Source: an optimization exercise on an open RTL-to-GDS flow (aim: small area, a short achievable clock period and few clock cycles per item). Production flows keep margins and buffers that such runs may drop. Only simulation tests tie the RTL to the original design; equivalence was not proved.

==> flow/design.v <==
module ring_locator (
    input  wire         clk,
    input  wire         rst,
    input  wire         req_valid,
    output wire         req_ready,
    input  wire [31:0]  seed,
    input  wire [4:0]   n,
    input  wire [4:0]   k,
    input  wire [1:0]   m,
    input  wire [1:0]   s,
    input  wire [23:0]  displ,
    input  wire [119:0] dorder,
    input  wire [39:0]  rba,
    output wire         resp_valid,
    input  wire         resp_ready,
    output wire [19:0]  loc_mem,
    output wire [3:0]   loc_has,
    output wire [159:0] loc_mlba
);
    localparam [1:0] F_START = 2'd0,
                     F_DIV   = 2'd1,
                     F_WAIT  = 2'd2;
    localparam [2:0] B_IDLE  = 3'd0,
                     B_SHUF  = 3'd2,
                     B_FIN   = 3'd3,
                     B_ACC   = 3'd4;
    reg  [1:0] fe_ph;
    reg  [2:0] be_ph;
    reg  [3:0] cnt;
    reg        fe_miss;                  
    reg        fe_seeded;                
    reg        rv;                       
    reg  [3:0] pend;                     
    wire be_take = (be_ph == B_IDLE) && (!rv || resp_ready);
    wire fe_done = (fe_ph == F_WAIT) && (fe_seeded || !fe_miss);
    wire xfer    = fe_done && be_take && req_valid && !rst;
    assign req_ready  = fe_done && be_take;
    assign resp_valid = rv;
    function [31:0] xs;
        input [31:0] v;
        reg   [31:0] t;
        begin
            t  = v ^ (v << 13);
            t  = t ^ (t >> 17);
            xs = t ^ (t << 5);
        end
    endfunction
    reg  [4:0] kreg, dreg, wreg;
    reg  [5:0] k3;                       
    reg  [6:0] d3;                       
    wire [35:0] x = rba[39:4];
    reg  [3:0]  xd;                      
    reg  [3:0]  ra;                      
    reg  [3:0]  sd;                      
    reg  [4:0]  rb;                      
    reg  [3:0]  pd;                      
    reg  [35:0] pw_f;                    
    reg  [31:0] st_f;                    
    function [3:0] xdig;
        input [3:0] d;
        begin
            case (d)
            4'd0: xdig = rba[7:4];
            4'd1: xdig = rba[11:8];
            4'd2: xdig = rba[15:12];
            4'd3: xdig = rba[19:16];
            4'd4: xdig = rba[23:20];
            4'd5: xdig = rba[27:24];
            4'd6: xdig = rba[31:28];
            4'd7: xdig = rba[35:32];
            default: xdig = rba[39:36];
            endcase
        end
    endfunction
    reg [3:0] dtop;
    always @(*) begin
        if      (rba[39:36] != 4'd0) dtop = 4'd8;
        else if (rba[35:32] != 4'd0) dtop = 4'd7;
        else if (rba[31:28] != 4'd0) dtop = 4'd6;
        else if (rba[27:24] != 4'd0) dtop = 4'd5;
        else if (rba[23:20] != 4'd0) dtop = 4'd4;
        else if (rba[19:16] != 4'd0) dtop = 4'd3;
        else                         dtop = 4'd2;
    end
    function [5:0] r4a;                  
        input [3:0] r;
        input [1:0] b;
        reg   [5:0] t, d3a, d2a, d1a;
        begin
            t   = {r, b};
            d3a = t - k3;
            d2a = t - {kreg, 1'b0};
            d1a = t - {1'b0, kreg};
            if (t >= k3)                    r4a = {2'd3, d3a[3:0]};
            else if (t >= {kreg, 1'b0})     r4a = {2'd2, d2a[3:0]};
            else if (t >= {1'b0, kreg})     r4a = {2'd1, d1a[3:0]};
            else                            r4a = {2'd0, t[3:0]};
        end
    endfunction
    function [6:0] r4b;                  
        input [4:0] r;
        input [1:0] b;
        reg   [6:0] t, d3b, d2b, d1b;
        begin
            t   = {r, b};
            d3b = t - d3;
            d2b = t - {1'b0, dreg, 1'b0};
            d1b = t - {2'b0, dreg};
            if (t >= d3)                      r4b = {2'd3, d3b[4:0]};
            else if (t >= {1'b0, dreg, 1'b0}) r4b = {2'd2, d2b[4:0]};
            else if (t >= {2'b0, dreg})       r4b = {2'd1, d1b[4:0]};
            else                              r4b = {2'd0, t[4:0]};
        end
    endfunction
    wire [5:0] a_hi = r4a(ra, xd[3:2]);
    wire [5:0] a_lo = r4a(a_hi[3:0], xd[1:0]);
    wire [3:0] a_q  = {a_hi[5:4], a_lo[5:4]};
    wire [3:0] a_r  = a_lo[3:0];
    wire [6:0] b_hi = r4b(rb, sd[3:2]);
    wire [6:0] b_lo = r4b(b_hi[4:0], sd[1:0]);
    wire [3:0] b_q  = {b_hi[6:5], b_lo[6:5]};
    wire [4:0] b_r  = b_lo[4:0];
    wire [15:0] pde;
    genvar gp;
    generate for (gp = 0; gp < 16; gp = gp + 1) begin : g_pde
        assign pde[gp] = (pd == gp);
    end endgenerate
    wire [31:0] gdig;
    assign gdig[0] = pde[1] | pde[3] | pde[5] | pde[7] | pde[9] | pde[11] | pde[13] | pde[15];
    assign gdig[1] = pde[2] | pde[3] | pde[6] | pde[7] | pde[10] | pde[11] | pde[14] | pde[15];
    assign gdig[2] = pde[4] | pde[5] | pde[6] | pde[7] | pde[12] | pde[13] | pde[14] | pde[15];
    assign gdig[3] = pde[1] | pde[3] | pde[5] | pde[7] | pde[8] | pde[10] | pde[12] | pde[14];
    assign gdig[4] = pde[1] | pde[2] | pde[5] | pde[6] | pde[10] | pde[11] | pde[14] | pde[15];
    assign gdig[5] = pde[1] | pde[2] | pde[3] | pde[4] | pde[10] | pde[11] | pde[12] | pde[13];
    assign gdig[6] = pde[2] | pde[4] | pde[6] | pde[8] | pde[11] | pde[13] | pde[15];
    assign gdig[7] = pde[1] | pde[4] | pde[5] | pde[8] | pde[9] | pde[11] | pde[12] | pde[15];
    assign gdig[8] = pde[1] | pde[2] | pde[3] | pde[8] | pde[9] | pde[10] | pde[15];
    assign gdig[9] = pde[2] | pde[4] | pde[6] | pde[9] | pde[11] | pde[13];
    assign gdig[10] = pde[3] | pde[4] | pde[7] | pde[8] | pde[9] | pde[12] | pde[13];
    assign gdig[11] = pde[1] | pde[3] | pde[6] | pde[8] | pde[11] | pde[13] | pde[14];
    assign gdig[12] = pde[1] | pde[2] | pde[6] | pde[7] | pde[11] | pde[12];
    assign gdig[13] = pde[1] | pde[2] | pde[3] | pde[4] | pde[5] | pde[11] | pde[12] | pde[13] | pde[14] | pde[15];
    assign gdig[14] = pde[1] | pde[2] | pde[3] | pde[4] | pde[5] | pde[6] | pde[7] | pde[8] | pde[9] | pde[10];
    assign gdig[15] = pde[2] | pde[4] | pde[6] | pde[8] | pde[10] | pde[12] | pde[14];
    assign gdig[16] = pde[1] | pde[4] | pde[5] | pde[8] | pde[9] | pde[12] | pde[13];
    assign gdig[17] = pde[1] | pde[2] | pde[3] | pde[8] | pde[9] | pde[10] | pde[11];
    assign gdig[18] = pde[1] | pde[2] | pde[3] | pde[4] | pde[5] | pde[6] | pde[7];
    assign gdig[19] = pde[2] | pde[4] | pde[6] | pde[8] | pde[10] | pde[12] | pde[14];
    assign gdig[20] = pde[1] | pde[4] | pde[5] | pde[8] | pde[9] | pde[12] | pde[13];
    assign gdig[21] = pde[1] | pde[2] | pde[3] | pde[8] | pde[9] | pde[10] | pde[11];
    assign gdig[22] = pde[2] | pde[4] | pde[6] | pde[9] | pde[11] | pde[13] | pde[15];
    assign gdig[23] = pde[3] | pde[4] | pde[7] | pde[8] | pde[9] | pde[12] | pde[13];
    assign gdig[24] = pde[5] | pde[6] | pde[7] | pde[8] | pde[9] | pde[14] | pde[15];
    assign gdig[25] = pde[1] | pde[3] | pde[5] | pde[7] | pde[9] | pde[10] | pde[12] | pde[14];
    assign gdig[26] = pde[1] | pde[2] | pde[5] | pde[6] | pde[9] | pde[10] | pde[11] | pde[14] | pde[15];
    assign gdig[27] = pde[1] | pde[2] | pde[3] | pde[4] | pde[9] | pde[10] | pde[11] | pde[12] | pde[13];
    assign gdig[28] = pde[1] | pde[2] | pde[3] | pde[4] | pde[5] | pde[6] | pde[7] | pde[8];
    assign gdig[29] = pde[2] | pde[4] | pde[6] | pde[8] | pde[10] | pde[12] | pde[14];
    assign gdig[30] = pde[3] | pde[4] | pde[7] | pde[8] | pde[11] | pde[12] | pde[15];
    assign gdig[31] = pde[1] | pde[3] | pde[6] | pde[8] | pde[9] | pde[11] | pde[14];
    reg         lastv;
    reg  [35:0] x_old;
    wire [35:0] xdf   = x ^ x_old;
    wire        x_same = (xdf == 36'd0);
    wire        x_inc  = !x_same && ((xdf[35:1] & ~xdf[34:0]) == 35'd0) &&
                         ((x & xdf) == (xdf ^ {1'b0, xdf[35:1]}));
    wire        c_wrap = ({1'b0, ra} + 5'd1 == kreg);
    wire        i_wrap = (rb + 5'd1 == dreg);
    reg        cvalid;
    reg [31:0] key_seed;
    reg [4:0]  key_n;
    reg [11:0] key_p;
    reg        pmatch;
    reg [4:0]  rowu [0:23];              
    reg [4:0]  top1, top2;               
    wire ring_same = cvalid && (seed == key_seed) && (n == key_n);
    wire fast = lastv && ring_same && (k == kreg) && (n - {3'd0, s} == dreg) &&
                (k + {3'd0, m} == wreg) && (x_same || (x_inc && !(c_wrap && i_wrap)));
    reg [3:0] key_dig;
    always @(*) begin
        case (cnt)
        4'd2:    key_dig = key_p[11:8];
        4'd1:    key_dig = key_p[7:4];
        default: key_dig = key_p[3:0];
        endcase
    end
    wire dig_eq = (pd == key_dig);
    wire hit = pmatch && dig_eq && ring_same;
    reg  [31:0] st;                      
    reg  [35:0] pw;                      
    reg  [3:0]  c_b;                     
    reg  [4:0]  k_b, n_b;
    reg  [1:0]  s_b;
    reg  [23:0] displ_b;
    reg  [119:0] dorder_b;
    reg         nd_zero;                 
    reg  [4:0]  pr_b [0:3];              
    reg  [4:0] qf;                       
    reg        v1a, v1b, v2a, v2b;
    reg  [4:0] m1a, m1b, m2a, m2b;       
    reg  [24:0] mh;                      
    reg  [8:0] c1a0, c1a1, c1a2, c1a3;   
    reg  [8:0] c1b0, c1b1, c1b2, c1b3;
    reg  [8:0] m12a, m12b;               
    reg  [6:0] s2a, s2b;                 
    reg  [6:0] m3a, m3b;                 
    wire [31:0] st_x5 = (st_f == 32'd0) ? xs(xs(xs(xs(xs(32'h6D2B79F5)))))
                                        : xs(xs(xs(xs(xs(st_f)))));
    wire [31:0] st_b = xs(st);           
    wire [8:0] ra0, ra1, ra2, ra3, rb0, rb1, rb2, rb3;
    rl_resid4 u_res_a (.v(st),   .me(mh),              .r0(ra0), .r1(ra1), .r2(ra2), .r3(ra3));
    rl_resid4 u_res_b (.v(st_b), .me({1'b0, mh[24:1]}), .r0(rb0), .r1(rb1), .r2(rb2), .r3(rb3));
    function [6:0] red4m;
        input [8:0] sa;
        input [8:0] sb;
        input [4:0] mm;
        input [8:0] m12;
        reg   [8:0] ss;
        reg   [9:0] d16, d12, d8, d4;
        begin
            ss  = sa + sb;
            d16 = {1'b0, ss} - {1'b0, mm, 4'd0};
            d12 = {1'b0, ss} - {1'b0, m12};
            d8  = {1'b0, ss} - {2'b0, mm, 3'd0};
            d4  = {1'b0, ss} - {3'b0, mm, 2'd0};
            red4m = !d16[9] ? d16[6:0] : !d12[9] ? d12[6:0] :
                    !d8[9]  ? d8[6:0]  : !d4[9]  ? d4[6:0]  : ss[6:0];
        end
    endfunction
    wire [8:0] sa_a, sa_b, sb_a, sb_b;
    rl_resid2 u_two_a (.r0(c1a0), .r1(c1a1), .r2(c1a2), .r3(c1a3), .a(sa_a), .b(sa_b));
    rl_resid2 u_two_b (.r0(c1b0), .r1(c1b1), .r2(c1b2), .r3(c1b3), .a(sb_a), .b(sb_b));
    function [4:0] swdist;
        input [6:0] s2;
        input [4:0] mm;
        input [6:0] m3;
        reg   [7:0] u0, u1, u2, u3;
        begin
            u0 = {3'b0, mm}       + {1'b1, ~s2};
            u1 = {2'b0, mm, 1'b0} + {1'b1, ~s2};
            u2 = {1'b0, m3}       + {1'b1, ~s2};
            u3 = {1'b0, mm, 2'b0} + {1'b1, ~s2};
            swdist = !u0[7] ? u0[4:0] : !u1[7] ? u1[4:0] : !u2[7] ? u2[4:0] : u3[4:0];
        end
    endfunction
    wire [4:0] sw_a = swdist(s2a, m2a, m3a);
    wire [4:0] sw_b = swdist(s2b, m2b, m3b);
    wire [4:0] kp1 = kreg + 5'd1;
    wire [4:0] kp2 = kreg + 5'd2;
    function [4:0] posof;                
        input [4:0] ci;
        reg   [5:0] ps;
        begin
            ps    = {1'b0, rb} + {1'b0, ci};
            posof = (ps >= {1'b0, dreg}) ? ps[4:0] - dreg : ps[4:0];
        end
    endfunction
    function [4:0] physof;
        input [4:0] t;
        begin
            physof = (t == 5'd0) ? 5'd0 : 5'd24 - t;
        end
    endfunction
    reg  [4:0] pr [0:3];                 
    wire [4:0] dm1 = dreg - 5'd1;
    wire [4:0] e_last = 5'd25 - dreg;    
    function [4:0] incm;
        input [4:0] e;
        begin
            incm = (e == e_last) ? 5'd0 : (e == 5'd0) ? 5'd23 : e - 5'd1;
        end
    endfunction
    wire [4:0] nm1    = n_b - 5'd1;
    wire [4:0] rot1 [0:23];
    wire [4:0] rot2 [0:23];
    genvar gt;
    generate
        for (gt = 0; gt < 23; gt = gt + 1) begin : g_rot
            assign rot1[gt] = (sw_a == gt + 1) ? rowu[0] : rowu[gt+1];
            assign rot2[gt] = (sw_b == gt + 1) ? rot1[0] : rot1[gt+1];
        end
    endgenerate
    assign rot1[23] = rowu[sw_a];
    assign rot2[23] = rot1[sw_b];
    wire [4:0] mem_c [0:3];              
    wire [3:0] dsp_c;                    
    genvar gc;
    generate
        for (gc = 0; gc < 4; gc = gc + 1) begin : g_home
            assign mem_c[gc] = nm1 - rowu[pr_b[gc]];
            assign dsp_c[gc] = displ_b[mem_c[gc]];
        end
    endgenerate
    wire t1_in = (s_b != 2'd0);
    wire t2_in = (s_b == 2'd2);
    wire t1_ok = t1_in && !displ_b[top1];
    wire t2_ok = t2_in && !displ_b[top2];
    reg  [4:0] b0;                       
    reg        nb1, nb2;                 
    wire [1:0] rh = pend[0] ? 2'd0 : pend[1] ? 2'd1 : pend[2] ? 2'd2 : 2'd3;
    reg  [4:0] o_mem [0:3];
    reg  [3:0] o_has;
    reg  [3:0] o_cy;                     
    reg  [3:0] o_blk;
    reg        r2v;
    reg  [1:0] r2h;
    reg  [23:0] lt;
    wire [4:0] rk_home = o_mem[rh];
    wire [4:0] hd_n = dorder_b[rk_home*5 +: 5];
    reg  [23:0] lt_n;
    integer li;
    always @(*) begin
        for (li = 0; li < 24; li = li + 1)
            lt_n[li] = displ_b[li] && (li < n_b) &&
                       !(t1_in && top1 == li[4:0]) && !(t2_in && top2 == li[4:0]) &&
                       (dorder_b[li*5 +: 5] < hd_n);
    end
    function [1:0] atl;                  
        input [2:0] v;
        begin
            atl = {(v[0] & v[1]) | (v[0] & v[2]) | (v[1] & v[2]), |v};
        end
    endfunction
    reg [7:0] g_any, g_two;
    reg [1:0] g_t;
    integer gi;
    always @(*) begin
        for (gi = 0; gi < 8; gi = gi + 1) begin
            g_t = atl(lt[gi*3 +: 3]);
            g_any[gi] = g_t[0];
            g_two[gi] = g_t[1];
        end
    end
    wire lt_any = |g_any;
    wire lt_two = (|g_two) || ((g_any & (g_any - 8'd1)) != 8'd0);
    wire [3:0] pend_clr = (pend == 4'd0) ? 4'd0 : (4'd1 << rh);
    wire [5:0] lo_sum [0:3];
    assign lo_sum[0] = {1'b0, pw[4:0]} + {2'b0, c_b};
    assign lo_sum[1] = {1'b0, pw[4:0]} + {1'b0, k_b};
    assign lo_sum[2] = {1'b0, pw[4:0]} + {1'b0, k_b} + 6'd1;
    assign lo_sum[3] = {1'b0, pw[4:0]} + {1'b0, k_b} + 6'd2;
    genvar g;
    generate
        for (g = 0; g < 4; g = g + 1) begin : g_out
            assign loc_mem[g*5 +: 5]    = o_mem[g];
            assign loc_mlba[g*40 +: 40] = {pw[35:5] + {30'd0, o_cy[g]}, lo_sum[g][4:0], o_blk};
        end
    endgenerate
    assign loc_has = o_has;
    integer ti;
    always @(posedge clk) begin
        c1a0   <= ra0;                   
        c1a1   <= ra1;
        c1a2   <= ra2;
        c1a3   <= ra3;
        c1b0   <= rb0;
        c1b1   <= rb1;
        c1b2   <= rb2;
        c1b3   <= rb3;
        m1a    <= qf + 5'd1;
        m1b    <= qf;
        m12a   <= {qf + 5'd1, 3'd0} + {1'b0, qf + 5'd1, 2'd0};
        m12b   <= {qf, 3'd0} + {1'b0, qf, 2'd0};
        s2a    <= red4m(sa_a, sa_b, m1a, m12a);      
        s2b    <= red4m(sb_a, sb_b, m1b, m12b);
        m2a    <= m1a;
        m2b    <= m1b;
        m3a    <= {2'b0, m1a} + {1'b0, m1a, 1'b0};
        m3b    <= {2'b0, m1b} + {1'b0, m1b, 1'b0};
        r2h <= rh;                       
        lt  <= lt_n;
        b0  <= t2_ok ? top2 : top1;
        nb1 <= t1_ok || t2_ok;
        nb2 <= t1_ok && t2_ok;
    end
    always @(posedge clk) begin
        begin
            if (rv && resp_ready)
                rv <= 1'b0;
            case (fe_ph)
            F_START: begin
                if (req_valid) begin
                    if (fast) begin
                        if (x_inc) begin
                            ra <= c_wrap ? 4'd0 : ra + 4'd1;
                            if (c_wrap) begin
                                rb    <= rb + 5'd1;
                                pr[0] <= 5'd23 - rb;     
                                pr[1] <= incm(pr[1]);
                                pr[2] <= incm(pr[2]);
                                pr[3] <= incm(pr[3]);
                            end else
                                pr[0] <= incm(pr[0]);
                        end
                        fe_miss   <= 1'b0;
                        fe_seeded <= 1'b0;
                        fe_ph     <= F_WAIT;
                    end else begin
                        kreg  <= k;
                        dreg  <= n - {3'd0, s};
                        wreg  <= k + {3'd0, m};
                        k3    <= {1'b0, k} + {k, 1'b0};
                        d3    <= {2'b0, n - {3'd0, s}} + {1'b0, n - {3'd0, s}, 1'b0};
                        xd    <= xdig(dtop);
                        cnt   <= dtop + 4'd2;
                        ra    <= 4'd0;
                        rb    <= 5'd0;
                        sd    <= 4'd0;
                        pd    <= 4'd0;
                        pw_f  <= 36'd0;
                        st_f  <= 32'd0;
                        fe_ph <= F_DIV;
                    end
                end
            end
            F_DIV: begin
                xd <= xdig(cnt - 4'd3);
                if (cnt >= 4'd2) begin
                    ra <= a_r;
                    sd <= a_q;
                end
                if (cnt >= 4'd1) begin
                    rb <= b_r;
                    pd <= b_q;
                end
                pw_f <= {pw_f[31:0], 4'd0} + (pd[0] ? {31'd0, wreg} : 36'd0)
                                           + (pd[1] ? {30'd0, wreg, 1'b0} : 36'd0)
                                           + (pd[2] ? {29'd0, wreg, 2'b0} : 36'd0)
                                           + (pd[3] ? {28'd0, wreg, 3'b0} : 36'd0);
                if (cnt == 4'd0)
                    st_f <= seed ^ ({st_f[27:0], 4'd0} + gdig);
                else if (cnt <= 4'd2)
                    st_f <= {st_f[27:0], 4'd0} + gdig;
                if (cnt == 4'd2)
                    pmatch <= dig_eq;
                else
                    pmatch <= pmatch && dig_eq;
                case (cnt)
                4'd2: key_p[11:8] <= pd;
                4'd1: key_p[7:4]  <= pd;
                4'd0: key_p[3:0]  <= pd;
                default: ;
                endcase
                cnt <= cnt - 4'd1;
                if (cnt == 4'd0) begin
                    pr[0] <= physof(posof({1'b0, ra}));
                    pr[1] <= physof(posof(kreg));
                    pr[2] <= physof(posof(kp1));
                    pr[3] <= physof(posof(kp2));
                    fe_miss   <= !hit;
                    fe_seeded <= 1'b0;
                    if (!hit) begin
                        key_seed <= seed;
                        key_n    <= n;
                        cvalid   <= 1'b1;
                    end
                    fe_ph <= F_WAIT;
                end
            end
            F_WAIT: begin
                if (xfer) begin
                    x_old <= x;
                    lastv <= 1'b1;
                    fe_ph <= F_START;
                end else if (!fe_seeded) begin
                    st_f      <= st_x5;
                    fe_seeded <= 1'b1;
                end
            end
            default: fe_ph <= F_START;
            endcase
            if (xfer) begin
                st       <= st_f;
                pw       <= pw_f;
                c_b      <= ra;
                k_b      <= kreg;
                n_b      <= n;
                s_b      <= s;
                displ_b  <= displ;
                dorder_b <= dorder;
                nd_zero  <= ((displ & ~(24'hFFFFFF << n)) == 24'd0);
                o_blk    <= rba[3:0];
                for (ti = 0; ti < 4; ti = ti + 1)
                    pr_b[ti] <= pr[ti];
                if (fe_miss)
                    for (ti = 0; ti < 24; ti = ti + 1)
                        rowu[ti] <= ti[4:0];
                mh       <= 25'd1 << n;
                qf       <= n - 5'd1;
                be_ph    <= fe_miss ? B_SHUF : B_FIN;
            end
            case (be_ph)
            B_SHUF: begin
                v1a <= (qf != 5'd0);
                v1b <= (qf >= 5'd2);
                if (qf != 5'd0) begin
                    st  <= xs(st_b);
                    mh  <= {2'b0, mh[24:2]};
                    qf  <= (qf >= 5'd2) ? qf - 5'd2 : 5'd0;
                end
                v2a <= v1a;
                v2b <= v1b;
                if (v2a) begin
                    for (ti = 0; ti < 24; ti = ti + 1)
                        rowu[ti] <= v2b ? rot2[ti] : rot1[ti];
                    if (m2a == n_b - 5'd2) begin
                        top1 <= nm1 - rowu[22];
                        top2 <= nm1 - rowu[23];
                    end
                    if (m2a <= 5'd3) begin
                        v1a   <= 1'b0;
                        v1b   <= 1'b0;
                        v2a   <= 1'b0;
                        v2b   <= 1'b0;
                        be_ph <= B_FIN;
                    end
                end
            end
            B_FIN: begin
                for (ti = 0; ti < 4; ti = ti + 1) begin
                    o_mem[ti] <= mem_c[ti];
                    o_has[ti] <= !dsp_c[ti];
                    o_cy[ti]  <= lo_sum[ti][5];
                end
                if (nd_zero) begin
                    rv    <= 1'b1;
                    be_ph <= B_IDLE;
                end else
                    be_ph <= B_ACC;
            end
            B_ACC: begin
                if (pend == 4'd0) begin
                    rv    <= 1'b1;
                    be_ph <= B_IDLE;
                end
            end
            default: ;
            endcase
            if (r2v) begin
                if (!lt_any && nb1) begin
                    o_mem[r2h] <= b0;
                    o_has[r2h] <= 1'b1;
                end else if (lt_any && !lt_two && nb2) begin
                    o_mem[r2h] <= top1;
                    o_has[r2h] <= 1'b1;
                end
            end
            r2v <= (pend != 4'd0);
            if (be_ph == B_FIN)
                pend <= dsp_c;
            else
                pend <= pend & ~pend_clr;
        end
        if (rst) begin
            fe_ph   <= F_START;
            be_ph   <= B_IDLE;
            rv      <= 1'b0;
            cvalid  <= 1'b0;
            lastv   <= 1'b0;
            v1a     <= 1'b0;
            v1b     <= 1'b0;
            v2a     <= 1'b0;
            v2b     <= 1'b0;
            pend    <= 4'd0;
            r2v     <= 1'b0;
        end
    end
endmodule
module rl_resid4 (
    input  wire [31:0] v,
    input  wire [24:0] me,
    output wire [8:0]  r0, r1, r2, r3
);
    wire t1 = v[0];
    wire t2 = v[2] & (me[3]);
    wire t3 = v[3] & (me[5] | me[7]);
    wire t4 = v[4] & (me[3] | me[5] | me[9] | me[11] | me[13] | me[15]);
    wire t5 = v[5] & (me[9] | me[17] | me[19] | me[21] | me[23]);
    wire t6 = v[6] & (me[3] | me[7] | me[9] | me[11] | me[17] | me[19] | me[21]);
    wire t7 = v[7] & (me[5] | me[11] | me[13] | me[17] | me[23]);
    wire t8 = v[8] & (me[3] | me[5] | me[11] | me[13] | me[15] | me[17] | me[19] | me[23]);
    wire t9 = v[9] & (me[7] | me[13]);
    wire t10 = v[10] & (me[3] | me[9] | me[11] | me[19]);
    wire t11 = v[11] & (me[5] | me[9] | me[13] | me[19] | me[21] | me[23]);
    wire t12 = v[12] & (me[3] | me[5] | me[7] | me[9] | me[13] | me[15] | me[19] | me[21]);
    wire t13 = v[13] & (me[17] | me[19]);
    wire t14 = v[14] & (me[3] | me[11] | me[17]);
    wire t15 = v[15] & (me[5] | me[7] | me[17]);
    wire t16 = v[16] & (me[3] | me[5] | me[9] | me[11] | me[13] | me[15] | me[17] | me[19] | me[23]);
    wire t17 = v[17] & (me[9] | me[11] | me[21]);
    wire t18 = v[18] & (me[3] | me[7] | me[9] | me[11] | me[19] | me[21] | me[23]);
    wire t19 = v[19] & (me[5] | me[13] | me[23]);
    wire t20 = v[20] & (me[3] | me[5] | me[11] | me[13] | me[15]);
    wire t21 = v[21] & (me[7] | me[13] | me[17]);
    wire t22 = v[22] & (me[3] | me[9] | me[17] | me[23]);
    wire t23 = v[23] & (me[5] | me[9] | me[13] | me[17] | me[19] | me[21]);
    wire t24 = v[24] & (me[3] | me[5] | me[7] | me[9] | me[11] | me[13] | me[15] | me[17] | me[19] | me[21]);
    wire t25 = v[26] & (me[3] | me[11] | me[19]);
    wire t26 = v[27] & (me[5] | me[7] | me[11] | me[23]);
    wire t27 = v[28] & (me[3] | me[5] | me[9] | me[11] | me[13] | me[15] | me[19]);
    wire t28 = v[29] & (me[9] | me[17] | me[19] | me[21] | me[23]);
    wire t29 = v[30] & (me[3] | me[7] | me[9] | me[11] | me[17] | me[19] | me[21] | me[23]);
    wire t30 = v[31] & (me[5] | me[13] | me[17] | me[19]);
    wire t31 = v[1] & (me[3] | me[4] | me[5] | me[6] | me[7] | me[8] | me[9] | me[10] | me[11] | me[12] | me[13] | me[14] | me[15] | me[16] | me[17] | me[18] | me[19] | me[20] | me[21] | me[22] | me[23] | me[24]);
    wire t32 = v[3] & (me[3] | me[5] | me[6]);
    wire t33 = v[4] & (me[7] | me[9] | me[10] | me[13] | me[14]);
    wire t34 = v[5] & (me[3] | me[5] | me[6] | me[10] | me[11] | me[13] | me[15] | me[17] | me[18] | me[21] | me[22]);
    wire t35 = v[6] & (me[18] | me[19] | me[23]);
    wire t36 = v[7] & (me[3] | me[5] | me[6] | me[7] | me[9] | me[11] | me[13] | me[14] | me[18] | me[19] | me[21] | me[22]);
    wire t37 = v[8] & (me[10] | me[11] | me[22] | me[23]);
    wire t38 = v[9] & (me[3] | me[5] | me[6] | me[10] | me[11] | me[15] | me[17] | me[19] | me[22] | me[23]);
    wire t39 = v[10] & (me[7] | me[9] | me[13] | me[14]);
    wire t40 = v[11] & (me[3] | me[5] | me[6] | me[11] | me[13] | me[18] | me[19] | me[21] | me[22]);
    wire t41 = v[12] & (me[10] | me[18] | me[19] | me[23]);
    wire t42 = v[13] & (me[3] | me[5] | me[6] | me[7] | me[9] | me[10] | me[13] | me[14] | me[15] | me[17] | me[18] | me[19] | me[21]);
    wire t43 = v[14] & (me[19]);
    wire t44 = v[15] & (me[3] | me[5] | me[6] | me[11] | me[22]);
    wire t45 = v[16] & (me[7] | me[9] | me[10] | me[13] | me[14]);
    wire t46 = v[17] & (me[3] | me[5] | me[6] | me[10] | me[11] | me[13] | me[15] | me[17] | me[18] | me[19] | me[21] | me[22] | me[23]);
    wire t47 = v[18] & (me[11] | me[18] | me[22]);
    wire t48 = v[19] & (me[3] | me[5] | me[6] | me[7] | me[9] | me[11] | me[13] | me[14] | me[18] | me[19] | me[21] | me[22] | me[23]);
    wire t49 = v[20] & (me[10] | me[23]);
    wire t50 = v[21] & (me[3] | me[5] | me[6] | me[10] | me[11] | me[15] | me[17] | me[22]);
    wire t51 = v[22] & (me[7] | me[9] | me[13] | me[14]);
    wire t52 = v[23] & (me[3] | me[5] | me[6] | me[13] | me[18] | me[21] | me[23]);
    wire t53 = v[24] & (me[10] | me[18] | me[19]);
    wire t54 = v[25] & (me[3] | me[5] | me[6] | me[7] | me[9] | me[10] | me[11] | me[13] | me[14] | me[15] | me[17] | me[18] | me[19] | me[21] | me[22]);
    wire t55 = v[27] & (me[3] | me[5] | me[6] | me[11] | me[19] | me[22]);
    wire t56 = v[28] & (me[7] | me[9] | me[10] | me[11] | me[13] | me[14] | me[22] | me[23]);
    wire t57 = v[29] & (me[3] | me[5] | me[6] | me[10] | me[11] | me[13] | me[15] | me[17] | me[18] | me[19] | me[21] | me[22]);
    wire t58 = v[30] & (me[18] | me[19] | me[23]);
    wire t59 = v[31] & (me[3] | me[5] | me[6] | me[7] | me[9] | me[11] | me[13] | me[14] | me[18] | me[19] | me[21] | me[22] | me[23]);
    wire t60 = v[2] & (me[5] | me[6] | me[7] | me[8] | me[9] | me[10] | me[11] | me[12] | me[13] | me[14] | me[15] | me[16] | me[17] | me[18] | me[19] | me[20] | me[21] | me[22] | me[23] | me[24]);
    wire t61 = v[4] & (me[6] | me[9] | me[10] | me[11] | me[12]);
    wire t62 = v[5] & (me[7] | me[9] | me[13] | me[14] | me[17] | me[18] | me[19] | me[20]);
    wire t63 = v[6] & (me[5] | me[6] | me[10] | me[12] | me[13] | me[15] | me[17] | me[19] | me[20] | me[22]);
    wire t64 = v[7] & (me[11] | me[19] | me[23]);
    wire t65 = v[8] & (me[6] | me[7] | me[9] | me[10] | me[12] | me[14] | me[18] | me[21] | me[22]);
    wire t66 = v[9] & (me[11] | me[13] | me[20] | me[22] | me[23]);
    wire t67 = v[10] & (me[5] | me[6] | me[9] | me[10] | me[12] | me[15] | me[17] | me[20] | me[22] | me[23]);
    wire t68 = v[11] & (me[7] | me[9] | me[13] | me[14] | me[18] | me[19]);
    wire t69 = v[12] & (me[6] | me[10] | me[11] | me[12] | me[22]);
    wire t70 = v[13] & (me[17] | me[20] | me[23]);
    wire t71 = v[14] & (me[5] | me[6] | me[7] | me[9] | me[10] | me[11] | me[12] | me[13] | me[14] | me[15] | me[17] | me[18] | me[19] | me[20] | me[21]);
    wire t72 = v[15] & (me[19]);
    wire t73 = v[16] & (me[6] | me[9] | me[10] | me[12] | me[19] | me[22]);
    wire t74 = v[17] & (me[7] | me[9] | me[11] | me[13] | me[14] | me[18] | me[20]);
    wire t75 = v[18] & (me[5] | me[6] | me[10] | me[12] | me[13] | me[15] | me[17] | me[20] | me[22] | me[23]);
    wire t76 = v[19] & (me[11] | me[22]);
    wire t77 = v[20] & (me[6] | me[7] | me[9] | me[10] | me[12] | me[14] | me[18] | me[19] | me[21] | me[22] | me[23]);
    wire t78 = v[21] & (me[13] | me[17] | me[20] | me[23]);
    wire t79 = v[22] & (me[5] | me[6] | me[9] | me[10] | me[11] | me[12] | me[15] | me[17] | me[20] | me[22]);
    wire t80 = v[23] & (me[7] | me[9] | me[13] | me[14] | me[18] | me[19]);
    wire t81 = v[24] & (me[6] | me[10] | me[11] | me[12] | me[19] | me[23]);
    wire t82 = v[25] & (me[19] | me[20]);
    wire t83 = v[26] & (me[5] | me[6] | me[7] | me[9] | me[10] | me[12] | me[13] | me[14] | me[15] | me[17] | me[18] | me[20] | me[21] | me[22]);
    wire t84 = v[27] & (me[11]);
    wire t85 = v[28] & (me[6] | me[9] | me[10] | me[12] | me[22]);
    wire t86 = v[29] & (me[7] | me[9] | me[11] | me[13] | me[14] | me[17] | me[18] | me[19] | me[20] | me[22] | me[23]);
    wire t87 = v[30] & (me[5] | me[6] | me[10] | me[12] | me[13] | me[15] | me[17] | me[20] | me[22]);
    wire t88 = v[31] & (me[23]);
    wire t89 = v[3] & (me[9] | me[10] | me[11] | me[12] | me[13] | me[14] | me[15] | me[16] | me[17] | me[18] | me[19] | me[20] | me[21] | me[22] | me[23] | me[24]);
    wire t90 = v[5] & (me[11] | me[12] | me[17] | me[18] | me[19] | me[20] | me[21] | me[22] | me[23] | me[24]);
    wire t91 = v[6] & (me[11] | me[13] | me[14] | me[17] | me[18]);
    wire t92 = v[7] & (me[10] | me[12] | me[13] | me[15] | me[17] | me[19] | me[20] | me[23] | me[24]);
    wire t93 = v[8] & (me[13] | me[19] | me[22]);
    wire t94 = v[9] & (me[9] | me[12] | me[14] | me[18] | me[20] | me[21] | me[24]);
    wire t95 = v[10] & (me[13] | me[22] | me[23]);
    wire t96 = v[11] & (me[10] | me[12] | me[15] | me[17] | me[18] | me[19] | me[20] | me[21] | me[24]);
    wire t97 = v[12] & (me[14] | me[18] | me[19]);
    wire t98 = v[13] & (me[11] | me[12] | me[17] | me[20] | me[22] | me[24]);
    wire t99 = v[14] & (me[17] | me[23]);
    wire t100 = v[15] & (me[9] | me[10] | me[11] | me[12] | me[13] | me[14] | me[15] | me[17] | me[18] | me[19] | me[20] | me[21] | me[22] | me[24]);
    wire t101 = v[16] & (me[11] | me[23]);
    wire t102 = v[17] & (me[12] | me[18] | me[19] | me[20] | me[21] | me[24]);
    wire t103 = v[18] & (me[13] | me[14] | me[18] | me[22] | me[23]);
    wire t104 = v[19] & (me[10] | me[12] | me[13] | me[15] | me[17] | me[20] | me[24]);
    wire t105 = v[20] & (me[13] | me[22]);
    wire t106 = v[21] & (me[9] | me[12] | me[14] | me[17] | me[18] | me[19] | me[20] | me[21] | me[23] | me[24]);
    wire t107 = v[22] & (me[13] | me[17]);
    wire t108 = v[23] & (me[10] | me[11] | me[12] | me[15] | me[17] | me[18] | me[19] | me[20] | me[21] | me[22] | me[24]);
    wire t109 = v[24] & (me[14] | me[18]);
    wire t110 = v[25] & (me[11] | me[12] | me[19] | me[20] | me[22] | me[23] | me[24]);
    wire t111 = v[26] & (me[11] | me[19]);
    wire t112 = v[27] & (me[9] | me[10] | me[12] | me[13] | me[14] | me[15] | me[17] | me[18] | me[20] | me[21] | me[23] | me[24]);
    wire t113 = v[28] & (me[22]);
    wire t114 = v[29] & (me[12] | me[17] | me[18] | me[19] | me[20] | me[21] | me[23] | me[24]);
    wire t115 = v[30] & (me[13] | me[14] | me[17] | me[18] | me[19] | me[22]);
    wire t116 = v[31] & (me[10] | me[12] | me[13] | me[15] | me[17] | me[20] | me[24]);
    wire t117 = v[4] & (me[17] | me[18] | me[19] | me[20] | me[21] | me[22] | me[23] | me[24]);
    wire t118 = v[6] & (me[22] | me[23] | me[24]);
    wire t119 = v[7] & (me[22]);
    wire t120 = v[8] & (me[20] | me[24]);
    wire t121 = v[9] & (me[19]);
    wire t122 = v[10] & (me[18] | me[19] | me[21] | me[24]);
    wire t123 = v[12] & (me[17] | me[20] | me[24]);
    wire t124 = v[14] & (me[22] | me[24]);
    wire t125 = v[15] & (me[23]);
    wire t126 = v[16] & (me[18] | me[20] | me[21] | me[22] | me[24]);
    wire t127 = v[17] & (me[22] | me[23]);
    wire t128 = v[18] & (me[24]);
    wire t129 = v[20] & (me[17] | me[20] | me[24]);
    wire t130 = v[22] & (me[18] | me[19] | me[21] | me[24]);
    wire t131 = v[24] & (me[20] | me[22] | me[24]);
    wire t132 = v[26] & (me[22] | me[23] | me[24]);
    wire t133 = v[27] & (me[19] | me[22]);
    wire t134 = v[28] & (me[17] | me[18] | me[19] | me[20] | me[21] | me[23] | me[24]);
    wire t135 = v[30] & (me[24]);
    wire t136 = t1 ^ t2 ^ t3;
    wire t137 = (t1 & t2) | (t1 & t3) | (t2 & t3);
    wire t138 = t4 ^ t5 ^ t6;
    wire t139 = (t4 & t5) | (t4 & t6) | (t5 & t6);
    wire t140 = t7 ^ t8 ^ t9;
    wire t141 = (t7 & t8) | (t7 & t9) | (t8 & t9);
    wire t142 = t10 ^ t11 ^ t12;
    wire t143 = (t10 & t11) | (t10 & t12) | (t11 & t12);
    wire t144 = t13 ^ t14 ^ t15;
    wire t145 = (t13 & t14) | (t13 & t15) | (t14 & t15);
    wire t146 = t16 ^ t17 ^ t18;
    wire t147 = (t16 & t17) | (t16 & t18) | (t17 & t18);
    wire t148 = t19 ^ t20 ^ t21;
    wire t149 = (t19 & t20) | (t19 & t21) | (t20 & t21);
    wire t150 = t22 ^ t23 ^ t24;
    wire t151 = (t22 & t23) | (t22 & t24) | (t23 & t24);
    wire t152 = t25 ^ t26 ^ t27;
    wire t153 = (t25 & t26) | (t25 & t27) | (t26 & t27);
    wire t154 = t28 ^ t29 ^ t30;
    wire t155 = (t28 & t29) | (t28 & t30) | (t29 & t30);
    wire t156 = t31 ^ t32 ^ t33;
    wire t157 = (t31 & t32) | (t31 & t33) | (t32 & t33);
    wire t158 = t34 ^ t35 ^ t36;
    wire t159 = (t34 & t35) | (t34 & t36) | (t35 & t36);
    wire t160 = t37 ^ t38 ^ t39;
    wire t161 = (t37 & t38) | (t37 & t39) | (t38 & t39);
    wire t162 = t40 ^ t41 ^ t42;
    wire t163 = (t40 & t41) | (t40 & t42) | (t41 & t42);
    wire t164 = t43 ^ t44 ^ t45;
    wire t165 = (t43 & t44) | (t43 & t45) | (t44 & t45);
    wire t166 = t46 ^ t47 ^ t48;
    wire t167 = (t46 & t47) | (t46 & t48) | (t47 & t48);
    wire t168 = t49 ^ t50 ^ t51;
    wire t169 = (t49 & t50) | (t49 & t51) | (t50 & t51);
    wire t170 = t52 ^ t53 ^ t54;
    wire t171 = (t52 & t53) | (t52 & t54) | (t53 & t54);
    wire t172 = t55 ^ t56 ^ t57;
    wire t173 = (t55 & t56) | (t55 & t57) | (t56 & t57);
    wire t174 = t58 ^ t59;
    wire t175 = t58 & t59;
    wire t176 = t60 ^ t61 ^ t62;
    wire t177 = (t60 & t61) | (t60 & t62) | (t61 & t62);
    wire t178 = t63 ^ t64 ^ t65;
    wire t179 = (t63 & t64) | (t63 & t65) | (t64 & t65);
    wire t180 = t66 ^ t67 ^ t68;
    wire t181 = (t66 & t67) | (t66 & t68) | (t67 & t68);
    wire t182 = t69 ^ t70 ^ t71;
    wire t183 = (t69 & t70) | (t69 & t71) | (t70 & t71);
    wire t184 = t72 ^ t73 ^ t74;
    wire t185 = (t72 & t73) | (t72 & t74) | (t73 & t74);
    wire t186 = t75 ^ t76 ^ t77;
    wire t187 = (t75 & t76) | (t75 & t77) | (t76 & t77);
    wire t188 = t78 ^ t79 ^ t80;
    wire t189 = (t78 & t79) | (t78 & t80) | (t79 & t80);
    wire t190 = t81 ^ t82 ^ t83;
    wire t191 = (t81 & t82) | (t81 & t83) | (t82 & t83);
    wire t192 = t84 ^ t85 ^ t86;
    wire t193 = (t84 & t85) | (t84 & t86) | (t85 & t86);
    wire t194 = t87 ^ t88;
    wire t195 = t87 & t88;
    wire t196 = t89 ^ t90 ^ t91;
    wire t197 = (t89 & t90) | (t89 & t91) | (t90 & t91);
    wire t198 = t92 ^ t93 ^ t94;
    wire t199 = (t92 & t93) | (t92 & t94) | (t93 & t94);
    wire t200 = t95 ^ t96 ^ t97;
    wire t201 = (t95 & t96) | (t95 & t97) | (t96 & t97);
    wire t202 = t98 ^ t99 ^ t100;
    wire t203 = (t98 & t99) | (t98 & t100) | (t99 & t100);
    wire t204 = t101 ^ t102 ^ t103;
    wire t205 = (t101 & t102) | (t101 & t103) | (t102 & t103);
    wire t206 = t104 ^ t105 ^ t106;
    wire t207 = (t104 & t105) | (t104 & t106) | (t105 & t106);
    wire t208 = t107 ^ t108 ^ t109;
    wire t209 = (t107 & t108) | (t107 & t109) | (t108 & t109);
    wire t210 = t110 ^ t111 ^ t112;
    wire t211 = (t110 & t111) | (t110 & t112) | (t111 & t112);
    wire t212 = t113 ^ t114 ^ t115;
    wire t213 = (t113 & t114) | (t113 & t115) | (t114 & t115);
    wire t214 = t117 ^ t118 ^ t119;
    wire t215 = (t117 & t118) | (t117 & t119) | (t118 & t119);
    wire t216 = t120 ^ t121 ^ t122;
    wire t217 = (t120 & t121) | (t120 & t122) | (t121 & t122);
    wire t218 = t123 ^ t124 ^ t125;
    wire t219 = (t123 & t124) | (t123 & t125) | (t124 & t125);
    wire t220 = t126 ^ t127 ^ t128;
    wire t221 = (t126 & t127) | (t126 & t128) | (t127 & t128);
    wire t222 = t129 ^ t130 ^ t131;
    wire t223 = (t129 & t130) | (t129 & t131) | (t130 & t131);
    wire t224 = t132 ^ t133 ^ t134;
    wire t225 = (t132 & t133) | (t132 & t134) | (t133 & t134);
    wire t226 = t136 ^ t138 ^ t140;
    wire t227 = (t136 & t138) | (t136 & t140) | (t138 & t140);
    wire t228 = t142 ^ t144 ^ t146;
    wire t229 = (t142 & t144) | (t142 & t146) | (t144 & t146);
    wire t230 = t148 ^ t150 ^ t152;
    wire t231 = (t148 & t150) | (t148 & t152) | (t150 & t152);
    wire t232 = t137 ^ t139 ^ t141;
    wire t233 = (t137 & t139) | (t137 & t141) | (t139 & t141);
    wire t234 = t143 ^ t145 ^ t147;
    wire t235 = (t143 & t145) | (t143 & t147) | (t145 & t147);
    wire t236 = t149 ^ t151 ^ t153;
    wire t237 = (t149 & t151) | (t149 & t153) | (t151 & t153);
    wire t238 = t155 ^ t156 ^ t158;
    wire t239 = (t155 & t156) | (t155 & t158) | (t156 & t158);
    wire t240 = t160 ^ t162 ^ t164;
    wire t241 = (t160 & t162) | (t160 & t164) | (t162 & t164);
    wire t242 = t166 ^ t168 ^ t170;
    wire t243 = (t166 & t168) | (t166 & t170) | (t168 & t170);
    wire t244 = t172 ^ t174;
    wire t245 = t172 & t174;
    wire t246 = t157 ^ t159 ^ t161;
    wire t247 = (t157 & t159) | (t157 & t161) | (t159 & t161);
    wire t248 = t163 ^ t165 ^ t167;
    wire t249 = (t163 & t165) | (t163 & t167) | (t165 & t167);
    wire t250 = t169 ^ t171 ^ t173;
    wire t251 = (t169 & t171) | (t169 & t173) | (t171 & t173);
    wire t252 = t175 ^ t176 ^ t178;
    wire t253 = (t175 & t176) | (t175 & t178) | (t176 & t178);
    wire t254 = t180 ^ t182 ^ t184;
    wire t255 = (t180 & t182) | (t180 & t184) | (t182 & t184);
    wire t256 = t186 ^ t188 ^ t190;
    wire t257 = (t186 & t188) | (t186 & t190) | (t188 & t190);
    wire t258 = t192 ^ t194;
    wire t259 = t192 & t194;
    wire t260 = t177 ^ t179 ^ t181;
    wire t261 = (t177 & t179) | (t177 & t181) | (t179 & t181);
    wire t262 = t183 ^ t185 ^ t187;
    wire t263 = (t183 & t185) | (t183 & t187) | (t185 & t187);
    wire t264 = t189 ^ t191 ^ t193;
    wire t265 = (t189 & t191) | (t189 & t193) | (t191 & t193);
    wire t266 = t195 ^ t196 ^ t198;
    wire t267 = (t195 & t196) | (t195 & t198) | (t196 & t198);
    wire t268 = t200 ^ t202 ^ t204;
    wire t269 = (t200 & t202) | (t200 & t204) | (t202 & t204);
    wire t270 = t206 ^ t208 ^ t210;
    wire t271 = (t206 & t208) | (t206 & t210) | (t208 & t210);
    wire t272 = t212 ^ t116;
    wire t273 = t212 & t116;
    wire t274 = t197 ^ t199 ^ t201;
    wire t275 = (t197 & t199) | (t197 & t201) | (t199 & t201);
    wire t276 = t203 ^ t205 ^ t207;
    wire t277 = (t203 & t205) | (t203 & t207) | (t205 & t207);
    wire t278 = t209 ^ t211 ^ t213;
    wire t279 = (t209 & t211) | (t209 & t213) | (t211 & t213);
    wire t280 = t214 ^ t216 ^ t218;
    wire t281 = (t214 & t216) | (t214 & t218) | (t216 & t218);
    wire t282 = t220 ^ t222 ^ t224;
    wire t283 = (t220 & t222) | (t220 & t224) | (t222 & t224);
    wire t284 = t215 ^ t217 ^ t219;
    wire t285 = (t215 & t217) | (t215 & t219) | (t217 & t219);
    wire t286 = t221 ^ t223 ^ t225;
    wire t287 = (t221 & t223) | (t221 & t225) | (t223 & t225);
    wire t288 = t227 ^ t229 ^ t231;
    wire t289 = (t227 & t229) | (t227 & t231) | (t229 & t231);
    wire t290 = t232 ^ t234 ^ t236;
    wire t291 = (t232 & t234) | (t232 & t236) | (t234 & t236);
    wire t292 = t238 ^ t240 ^ t242;
    wire t293 = (t238 & t240) | (t238 & t242) | (t240 & t242);
    wire t294 = t233 ^ t235 ^ t237;
    wire t295 = (t233 & t235) | (t233 & t237) | (t235 & t237);
    wire t296 = t239 ^ t241 ^ t243;
    wire t297 = (t239 & t241) | (t239 & t243) | (t241 & t243);
    wire t298 = t245 ^ t246 ^ t248;
    wire t299 = (t245 & t246) | (t245 & t248) | (t246 & t248);
    wire t300 = t250 ^ t252 ^ t254;
    wire t301 = (t250 & t252) | (t250 & t254) | (t252 & t254);
    wire t302 = t256 ^ t258;
    wire t303 = t256 & t258;
    wire t304 = t247 ^ t249 ^ t251;
    wire t305 = (t247 & t249) | (t247 & t251) | (t249 & t251);
    wire t306 = t253 ^ t255 ^ t257;
    wire t307 = (t253 & t255) | (t253 & t257) | (t255 & t257);
    wire t308 = t259 ^ t260 ^ t262;
    wire t309 = (t259 & t260) | (t259 & t262) | (t260 & t262);
    wire t310 = t264 ^ t266 ^ t268;
    wire t311 = (t264 & t266) | (t264 & t268) | (t266 & t268);
    wire t312 = t270 ^ t272;
    wire t313 = t270 & t272;
    wire t314 = t261 ^ t263 ^ t265;
    wire t315 = (t261 & t263) | (t261 & t265) | (t263 & t265);
    wire t316 = t267 ^ t269 ^ t271;
    wire t317 = (t267 & t269) | (t267 & t271) | (t269 & t271);
    wire t318 = t273 ^ t274 ^ t276;
    wire t319 = (t273 & t274) | (t273 & t276) | (t274 & t276);
    wire t320 = t278 ^ t280 ^ t282;
    wire t321 = (t278 & t280) | (t278 & t282) | (t280 & t282);
    wire t322 = t275 ^ t277 ^ t279;
    wire t323 = (t275 & t277) | (t275 & t279) | (t277 & t279);
    wire t324 = t281 ^ t283 ^ t284;
    wire t325 = (t281 & t283) | (t281 & t284) | (t283 & t284);
    wire t326 = t289 ^ t291 ^ t293;
    wire t327 = (t289 & t291) | (t289 & t293) | (t291 & t293);
    wire t328 = t294 ^ t296 ^ t298;
    wire t329 = (t294 & t296) | (t294 & t298) | (t296 & t298);
    wire t330 = t295 ^ t297 ^ t299;
    wire t331 = (t295 & t297) | (t295 & t299) | (t297 & t299);
    wire t332 = t301 ^ t303 ^ t304;
    wire t333 = (t301 & t303) | (t301 & t304) | (t303 & t304);
    wire t334 = t306 ^ t308 ^ t310;
    wire t335 = (t306 & t308) | (t306 & t310) | (t308 & t310);
    wire t336 = t305 ^ t307 ^ t309;
    wire t337 = (t305 & t307) | (t305 & t309) | (t307 & t309);
    wire t338 = t311 ^ t313 ^ t314;
    wire t339 = (t311 & t313) | (t311 & t314) | (t313 & t314);
    wire t340 = t316 ^ t318 ^ t320;
    wire t341 = (t316 & t318) | (t316 & t320) | (t318 & t320);
    wire t342 = t315 ^ t317 ^ t319;
    wire t343 = (t315 & t317) | (t315 & t319) | (t317 & t319);
    wire t344 = t321 ^ t322 ^ t324;
    wire t345 = (t321 & t322) | (t321 & t324) | (t322 & t324);
    wire t346 = t323 ^ t325 ^ t285;
    wire t347 = (t323 & t325) | (t323 & t285) | (t325 & t285);
    wire t348 = t327 ^ t329 ^ t330;
    wire t349 = (t327 & t329) | (t327 & t330) | (t329 & t330);
    wire t350 = t331 ^ t333 ^ t335;
    wire t351 = (t331 & t333) | (t331 & t335) | (t333 & t335);
    wire t352 = t336 ^ t338 ^ t340;
    wire t353 = (t336 & t338) | (t336 & t340) | (t338 & t340);
    wire t354 = t337 ^ t339 ^ t341;
    wire t355 = (t337 & t339) | (t337 & t341) | (t339 & t341);
    wire t356 = t342 ^ t344 ^ t286;
    wire t357 = (t342 & t344) | (t342 & t286) | (t344 & t286);
    wire t358 = t343 ^ t345 ^ t346;
    wire t359 = (t343 & t345) | (t343 & t346) | (t345 & t346);
    assign r0 = {1'b0, t359, t355, t351, t349, t348, t326, t288, t226};
    assign r1 = {1'b0, t347, t357, t353, t350, t332, t328, t290, t228};
    assign r2 = {1'b0, 1'b0, t358, t354, t352, t334, t300, t292, t230};
    assign r3 = {1'b0, 1'b0, t287, t356, t135, t312, t302, t244, t154};
endmodule
module rl_resid2 (
    input  wire [8:0] r0, r1, r2, r3,
    output wire [8:0] a, b
);
    wire t360 = r0[0] ^ r1[0] ^ r2[0];
    wire t361 = (r0[0] & r1[0]) | (r0[0] & r2[0]) | (r1[0] & r2[0]);
    wire t362 = r0[1] ^ r1[1] ^ r2[1];
    wire t363 = (r0[1] & r1[1]) | (r0[1] & r2[1]) | (r1[1] & r2[1]);
    wire t364 = r0[2] ^ r1[2] ^ r2[2];
    wire t365 = (r0[2] & r1[2]) | (r0[2] & r2[2]) | (r1[2] & r2[2]);
    wire t366 = r0[3] ^ r1[3] ^ r2[3];
    wire t367 = (r0[3] & r1[3]) | (r0[3] & r2[3]) | (r1[3] & r2[3]);
    wire t368 = r0[4] ^ r1[4] ^ r2[4];
    wire t369 = (r0[4] & r1[4]) | (r0[4] & r2[4]) | (r1[4] & r2[4]);
    wire t370 = r0[5] ^ r1[5] ^ r2[5];
    wire t371 = (r0[5] & r1[5]) | (r0[5] & r2[5]) | (r1[5] & r2[5]);
    wire t372 = r0[6] ^ r1[6] ^ r2[6];
    wire t373 = (r0[6] & r1[6]) | (r0[6] & r2[6]) | (r1[6] & r2[6]);
    wire t374 = r0[7] ^ r1[7] ^ r2[7];
    wire t375 = (r0[7] & r1[7]) | (r0[7] & r2[7]) | (r1[7] & r2[7]);
    wire t376 = r0[8] ^ r1[8] ^ r2[8];
    wire t377 = (r0[8] & r1[8]) | (r0[8] & r2[8]) | (r1[8] & r2[8]);
    wire t378 = t361 ^ t362 ^ r3[1];
    wire t379 = (t361 & t362) | (t361 & r3[1]) | (t362 & r3[1]);
    wire t380 = t363 ^ t364 ^ r3[2];
    wire t381 = (t363 & t364) | (t363 & r3[2]) | (t364 & r3[2]);
    wire t382 = t365 ^ t366 ^ r3[3];
    wire t383 = (t365 & t366) | (t365 & r3[3]) | (t366 & r3[3]);
    wire t384 = t367 ^ t368 ^ r3[4];
    wire t385 = (t367 & t368) | (t367 & r3[4]) | (t368 & r3[4]);
    wire t386 = t369 ^ t370 ^ r3[5];
    wire t387 = (t369 & t370) | (t369 & r3[5]) | (t370 & r3[5]);
    wire t388 = t371 ^ t372 ^ r3[6];
    wire t389 = (t371 & t372) | (t371 & r3[6]) | (t372 & r3[6]);
    wire t390 = t373 ^ t374 ^ r3[7];
    wire t391 = (t373 & t374) | (t373 & r3[7]) | (t374 & r3[7]);
    wire t392 = t375 ^ t376 ^ r3[8];
    wire t393 = (t375 & t376) | (t375 & r3[8]) | (t376 & r3[8]);
    assign a = {t391, t389, t387, t385, t383, t381, t379, t378, t360};
    assign b = {t392, t390, t388, t386, t384, t382, t380, 1'b0, r3[0]};
endmodule
==> flow/run.sh <==
#!/bin/bash
# synth_recipe.tcl (not shown) runs the flow's synth.tcl, then flattens the netlist and writes it again
# the make line also repeats each setting of config.mk as NAME=value (left out here)
make -C /OpenROAD-flow-scripts/flow DESIGN_CONFIG=/design/flow/config.mk WORK_HOME=/design/flow/orfs CLKGATE_MAP_FILE= SYNTH_SCRIPT=/design/flow/synth_recipe.tcl finish
==> flow/config.mk <==
export PLATFORM = sky130hd
export DESIGN_NAME = ring_locator
export DESIGN_NICKNAME = ring_locator
export VERILOG_FILES = /design/flow/design.v
export SDC_FILE = /design/flow/constraint.sdc
export NUM_CORES = 4
export LEC_CHECK = 0
export CAP_MARGIN = 20
export CORE_MARGIN = 2
export CORE_UTILIZATION = 40
export SETUP_SLACK_MARGIN = 5
export SLEW_MARGIN = 20
==> flow/constraint.sdc <==
create_clock -name core_clock -period 10.0 [get_ports {clk}]
set_input_delay 2.0000 -clock core_clock [delete_from_list [all_inputs] [get_ports {clk}]]
set_output_delay 2.0000 -clock core_clock [all_outputs]
set_load 0.01 [all_outputs]
==> out/qor.csv <==
metric,value,unit
GRT Residual Overflow,0,
share of post-route cells with drive strength above 1,11.6,%
reg-to-reg endpoint,rowu[23][0],
critical path's top delay family,simple AND/OR/NAND/NOR gates,
# port buffers,419,
share of the yosys chip area belonging to registers,29.2,%
Least-Margin Pin Slew,1.17,ns
die area,187000,sq um
GRT met2 Usage,49.8,%
clock tree sinks,831,
Rows,157,
hold path startpoint,m1a[2],
Slew Limit Fails,0,
mean post-synth cell area,9.17,sq um
Max Freq,191,MHz
DRT antenna net count,0,
mapped cell area,73600,sq um
fillcell total,17300,
critical path class,in -> reg,
worst path required time,10.51,ns
Chip Width,433,microns
clock latency on the worst-skew pair,0.78,ns
critical path's slowest cell,xor2_2,
post-DP HPWL,237,mm
final core utilization,47.8,%
Clock Path Buffers,3,
Buf/Inv on CP,9,
critical path arrival,5.73,ns
final cell count without fillers,11000,
syn_nets,9093,
initial antenna violation count,5,
R2R Setup Slk,4.90,ns
register area,21500,sq um
Yosys top cell area share,19.7,%
post-synth cell types,90,
MaxCap Viol Count,0,
placed cells,10700,
R2R cell count,18,
Global Route met1 Usage,43.5,%
CTS root buf,clkbuf_16,
Hold Path End,m2a[2],
Setup TNS,0,ns
pin count of the biggest net entering global routing,80,
GP Congestion,1.08,
number of global-route vias before repair,65300,
area growth from synthesis to layout,18.6,%
TritonCTS clock tree,built,
Post-synth top cells,"nor2_1 (653), xnor2_1 (643), inv_1 (611), nand2_1 (586), ha_1 (534)",
Final Skew,0.0601,ns
met3 Use GR,8.19,%
predominant post-synthesis flop cell,edfxtp_1,
"Most Used Layer, Global Route",met2,
CP Capture Type,flip-flop,
worst r2r src,s2a[1],
"Max FO, Critical Path",4,
worst hold slack,0.405,ns
CP Launch Type,primary input,
Slew Limit Headroom,21.2,%
final hold violations,0,
minimum clock period,5.22,ns
Mapped Cells,8026,
first-pass GRT wire length,453,mm
cell taking the most area after synthesis,edfxtp_1,
average wire per standard cell,28.9,microns
RSZ-0062 raised after global routing,yes,
Initial Util,40.3,%
WHS Path Cells,0,
Critical Path Most Common Cell,buf_6,
"Reg clk slew, reported paths",0.06,ns
Area contributors post-synth,"edfxtp_1 (20%), dfxtp_1 (9.5%), ha_1 (9.1%), fa_1 (8.1%), xnor2_1 (7.6%)",
CP peak stage delay,0.50,ns
status,finished clean,
drt pass-1 iters,9,
vias after detailed routing,67000,
hold crit path type,reg -> reg,
Post-synth EDFFs,483,
CTS Hold Bufs,0,
Final setup viols,0,
Seq cells post-synth,831,
I/O pins,420,
DRC Markers,0,
fin nets,9525,
Final period util,52.2,%
Total GRT Usage,32.8,%
Iter 0 DRT Violations,8338,
cell with the most instances after synthesis,nor2_1,
critical-path cell list,buf_6 > buf_8 > inv_12 > ha_4 > inv_4 > fa_2 > xor2_2 > xnor2_1 > nor4_4 > nand3_2 > or4_4 > a211o_4 > nor2b_4 > nor2_4 > buf_6 > buf_12 > buf_12 > clkinvlp_4 > buf_6,
CTS buffer count,98,
Core ar.,183000,sq um
Multi-input gate area,50200,sq um
async set or reset register ratio after synthesis,0,%
WL final,318,mm
Yosys Warn Count,4,
die height,433,microns
routed vias/inst,6.08,
CTS HTree Levels,3,
==> routing by layer <==
layer  share of wire [%]  vias to the layer above
li1                    -                    29500
met1                  41                    32900
met2                  43                     3666
met3                  10                      893
met4                 5.7                        2
met5              0.0047                        -
==> what timing repair did <==
item / 4_1_cts / 5_1_grt
gates cloned: 7 / 2
buffers inserted: 74 / 72
setup endpoints to repair: 426 / 266
gates resized for setup: 258 / 211
endpoints found under the hold margin: 0 / 0
pin swaps: 28 / 40
==> final cells by class <==
class / count / area share, %
antenna: 5 / 0.0143
clock buffer: 119 / 3.00
clock inverter: 61 / 0.755
inverter: 615 / 2.69
multi-input combinational: 6159 / 57.5
sequential: 831 / 24.6
tap: 2464 / 3.53
timing repair buffer: 750 / 7.93
timing repair inverter: 3 / 0.0258
==> through the flow <==
step           setup slack (ns)  instance area [sq um]
2_1_floorplan              3.51                  73900
3_3_place_gp               2.13                  80900
3_5_place_dp               2.07                  80900
4_1_cts                    4.83                  85800
5_1_grt                    4.80                  87300
6_report                   4.78                  87300
==> state kept, by name, summed over array words and instances, names as in the netlist, 8 cells and up <==
| register | flops |
|---|---|
| displ_b | 24 |
| c1a0 | 8 |
| dorder_b | 120 |
| o_mem | 20 |
| st_f | 32 |
| lt | 24 |
| rowu | 120 |
| x_old | 36 |
| pr_b | 20 |
| key_seed | 32 |
| key_p | 12 |
| mh | 22 |
| c1a1 | 8 |
| c1b1 | 8 |
| pw | 36 |
| pw_f | 36 |
| c1b0 | 8 |
| pr | 20 |
| st | 32 |
==> layout by cell type (no fill, tap or decap), types with 29 or more instances in the layout <==
| master | n |
|---|---|
| nor2_1 | 621 |
| xnor2_1 | 610 |
| ha_1 | 494 |
| mux2_2 | 44 |
| dfxtp_1 | 342 |
| and3_1 | 40 |
| or3_1 | 45 |
| o21a_1 | 57 |
| a31oi_1 | 90 |
| nor3_1 | 146 |
| mux2i_1 | 250 |
| buf_4 | 302 |
| nor2b_1 | 79 |
| nor4_1 | 55 |
| fa_1 | 294 |
| a22o_1 | 37 |
| a21oi_1 | 469 |
| mux4_2 | 73 |
| xor2_1 | 269 |
| dlymetal6s2s_1 | 43 |
| ha_4 | 33 |
| o22ai_1 | 71 |
| o21ai_0 | 324 |
| clkdlybuf4s50_1 | 331 |
| nand4_1 | 97 |
| inv_1 | 602 |
| a211oi_1 | 37 |
| a22oi_1 | 137 |
| dlygate4sd2_1 | 29 |
| or2_2 | 41 |
| a21o_1 | 141 |
| nand2_1 | 566 |
| nand2b_1 | 73 |
| nand3_1 | 159 |
| xnor2_2 | 39 |
| and2_1 | 82 |
| a221oi_1 | 43 |
| edfxtp_1 | 483 |
| clkbuf_16 | 102 |
==> kinds of logic (layout without fill, tap and decap cells) <==
family / count (synthesis) / in the layout / share of synthesized area [%]
and+or+nand+nor: 2200 / 2202 / 14.1
AOI/OAI and AO/OA: 1796 / 1797 / 16.0
buffers and inverters: 1040 / 1548 / 5.49
xor gates and xnor gates: 942 / 942 / 11.5
adders and majority gates: 836 / 836 / 17.2
DFF: 831 / 831 / 29.2
muxes: 381 / 382 / 6.50
other: 0 / 5 / 0
==> worst max path at each step <==
stage,from,end,slack (ns),cells after the start
after floorplan,resp_ready,c_b[0],3.51,8
after global placement,n[0],pw_f[35],2.13,15
after detailed placement,n[0],pw_f[35],2.07,15
after CTS,n[0],pw_f[16],4.83,20
after global routing,pw[5],loc_mlba[154],4.80,8
final,n[0],pw_f[17],4.78,19
Testbench counts, summed over its fixed seeds: cycles 33,423, items 3,072.

separate check: timing with driven ports:
In the flow no input, the clock included, has a driving cell. The finished layout below was timed again as built, in two steps. Step 1: set_driving_cell puts a clkbuf_16 on clk and a buf_2 on each other input, an assumption about the parent block. Step 2 adds t to the input delays and takes it off the output delays; t is the mean of the earliest and latest rising clock arrival at the registers after step 1. Input paths then give back, and output paths get back, about the clock's delay inside the block. Slacks: ideal / step 1 / step 2; pairs: ideal / step 1.
shift t [ns]: 0.846
slack for setup (ns): 4.778 / 4.839 / 3.993
hold WS [ns]: 0.405 / 0.405 / 0.405
worst register clock-pin slew, ns: 0.08 / 0.08
worst slew at a driven data input, ns: 0.12
After both steps this run still meets setup and hold. The setup slack of this run moves by +0.061 ns with the drivers and by -0.785 ns with both steps.
